Source: an optimization exercise on an open RTL-to-GDS flow (aim: small area, a short achievable clock period and few clock cycles per item). Production flows keep margins and buffers that such runs may drop.

Design stripe_engine, start of the top module:
module stripe_engine (
  input  wire        clk,
  input  wire        rst,
  input  wire        cmd_valid,
  output wire        cmd_ready,
  input  wire [1:0]  cmd_op,        
  input  wire [4:0]  cmd_dcount,    
  input  wire [21:0] cmd_miss,      
  input  wire        cmd_miss_p,    
  input  wire        cmd_miss_q,    
  input  wire        in_valid,
  output wire        in_ready,
  input  wire [63:0] in_data,
  output wire        res_valid,
  input  wire        res_ready,
  output reg  [2:0]  res_status,
  output reg  [4:0]  res_pos,
  output reg  [63:0] res_p,
  output reg  [63:0] res_q,
  output reg  [63:0] res_dx,
  output reg  [63:0] res_dy
);
  localparam ST_OK = 3'd0, ST_QBAD = 3'd1, ST_PBAD = 3'd2, ST_LOST = 3'd3, ST_DBAD = 3'd4;
  function automatic [7:0] gf_mul(input [7:0] a, input [7:0] b);
    reg [7:0] r, t;
    integer i;
    begin
      r = 8'h00;
      t = a;
      for (i = 0; i < 8; i = i + 1) begin
        if (b[i]) r = r ^ t;
        t = {t[6:0], 1'b0} ^ (t[7] ? 8'h1D : 8'h00);
      end
      gf_mul = r;
    end
  endfunction
  function automatic [7:0] gf_xtime(input [7:0] a);
    gf_xtime = {a[6:0], 1'b0} ^ (a[7] ? 8'h1D : 8'h00);
  endfunction
  function automatic [7:0] gf_xinv(input [7:0] a);
    gf_xinv = {1'b0, a[7:1]} ^ (a[0] ? 8'h8E : 8'h00);
  endfunction
  function automatic [7:0] g_pos(input [4:0] e);
    g_pos =
      (e == 5'd0) ? 8'h01 :
      (e == 5'd1) ? 8'h02 :
      (e == 5'd2) ? 8'h04 :
      (e == 5'd3) ? 8'h08 :
      (e == 5'd4) ? 8'h10 :
      (e == 5'd5) ? 8'h20 :
      (e == 5'd6) ? 8'h40 :
      (e == 5'd7) ? 8'h80 :
      (e == 5'd8) ? 8'h1D :
      (e == 5'd9) ? 8'h3A :
      (e == 5'd10) ? 8'h74 :
      (e == 5'd11) ? 8'hE8 :
      (e == 5'd12) ? 8'hCD :
      (e == 5'd13) ? 8'h87 :
      (e == 5'd14) ? 8'h13 :
      (e == 5'd15) ? 8'h26 :
      (e == 5'd16) ? 8'h4C :
      (e == 5'd17) ? 8'h98 :
      (e == 5'd18) ? 8'h2D :
      (e == 5'd19) ? 8'h5A :
  ...
export LEC_CHECK = 0
export CAP_MARGIN = 20
export CORE_MARGIN = 2
export CORE_UTILIZATION = 65
export CTS_CLUSTER_DIAMETER = 60
export CTS_CLUSTER_SIZE = 28
export PLACE_DENSITY = 0.75
export SLEW_MARGIN = 20
create_clock -name core_clock -period 15.0 [get_ports {clk}]
standard.sh (not shown) runs the stock make flow with config.mk's settings and CLKGATE_MAP_FILE= SYNTH_SCRIPT=/design/flow/synth_recipe.tcl, a recipe that flattens the netlist after the stock synthesis.
==> flow/flow/run.sh <==
#!/bin/bash
# Standard ORFS layout with a tighter repair target and small port buffers.
set -euo pipefail
bash standard.sh SETUP_SLACK_MARGIN=10.75 \
  "BUFFER_PORTS_ARGS=-buffer_cell sky130_fd_sc_hd__buf_1" finish > orfs_make.log 2>&1
The baseline went through all stages and came out clean.
==> next run, changes <==
==> flow/flow/run.sh (replaced) <==
#!/bin/bash
# Standard ORFS layout with a tighter repair target and small port buffers.
set -euo pipefail
bash standard.sh SETUP_SLACK_MARGIN=10.9 \
  "BUFFER_PORTS_ARGS=-buffer_cell sky130_fd_sc_hd__buf_1" finish > orfs_make.log 2>&1
Outcome:
- setup slack is worse by 0.014 ns
- die area does not change
- final area increases by 3.9%
- wire length increases by 4.4%
- register-to-register slack improved by 0.09 ns
- first-iteration DRC count came out higher by 7.0%
- via count rises by 3.2%
- cell count rises by 3.0%
- core utilization came out higher by 2.9 points
==> next run, changes <==
==> flow/flow/run.sh (replaced) <==
#!/bin/bash
# Standard ORFS layout with a tighter repair target and buf_1 port buffers;
# after global placement the buffers of the control inputs are upsized.
set -euo pipefail
here=$(pwd)
bash standard.sh SETUP_SLACK_MARGIN=10.6 \
  "POST_GLOBAL_PLACE_TCL=$here/flow/post_gpl.tcl" \
  "BUFFER_PORTS_ARGS=-buffer_cell sky130_fd_sc_hd__buf_1" finish > orfs_make.log 2>&1
==> flow/flow/post_gpl.tcl (new file) <==
# the control inputs fan out widely: give their port buffers more drive
foreach port {in_valid cmd_valid res_ready rst} {
  foreach inst [get_cells -of_objects [get_nets $port]] {
    puts "upsizing [get_full_name $inst] on $port"
    replace_cell $inst sky130_fd_sc_hd__buf_4
  }
}
Outcome: Worst setup slack loses 0.088 ns; wire length came out lower by 6.5%; worst hold slack gains 0.028 ns; synthesized cell count is unchanged; register-to-register slack loses 0.30 ns.
No run of this note included a check of the RTL's function; only the layout flow was run.

## what the ideal ports hide
The results above use ideal ports. As a check the final layouts listed here were re-extracted and re-timed, cells and wires unchanged. Step 1 sets driving cells, clkbuf_16 on the clock port and buf_2 on the other inputs (assumed; they add their load-dependent delay and slew). Step 2, shift: input delay + t, output delay - t, t = (earliest + latest rising clock arrival at the registers) / 2. This alone moves slack from input paths to output paths. Three values: no drivers, after step 1, after step 2; two values: the first two.
| run | shift t [ns] | setup WS [ns] | worst setup path after step 2 | worst register clock-pin slew, ns | worst data-port slew with drivers (ns) |
|---|---|---|---|---|---|
| the first run | 0.642 | 10.692 / 10.632 / 10.369 | input to register | 0.10 / 0.10 | 0.08 |
| the second run | 0.641 | 10.678 / 10.615 / 10.394 | input to register | 0.11 / 0.11 | 0.10 |
| the third run | 0.640 | 10.589 / 10.527 / 10.087 | input to register | 0.11 / 0.11 | 0.09 |
After both steps every run listed still meets setup and hold. For the third run, which loses most, drivers alone change the setup slack by -0.062 ns; drivers and shift together by -0.502 ns.
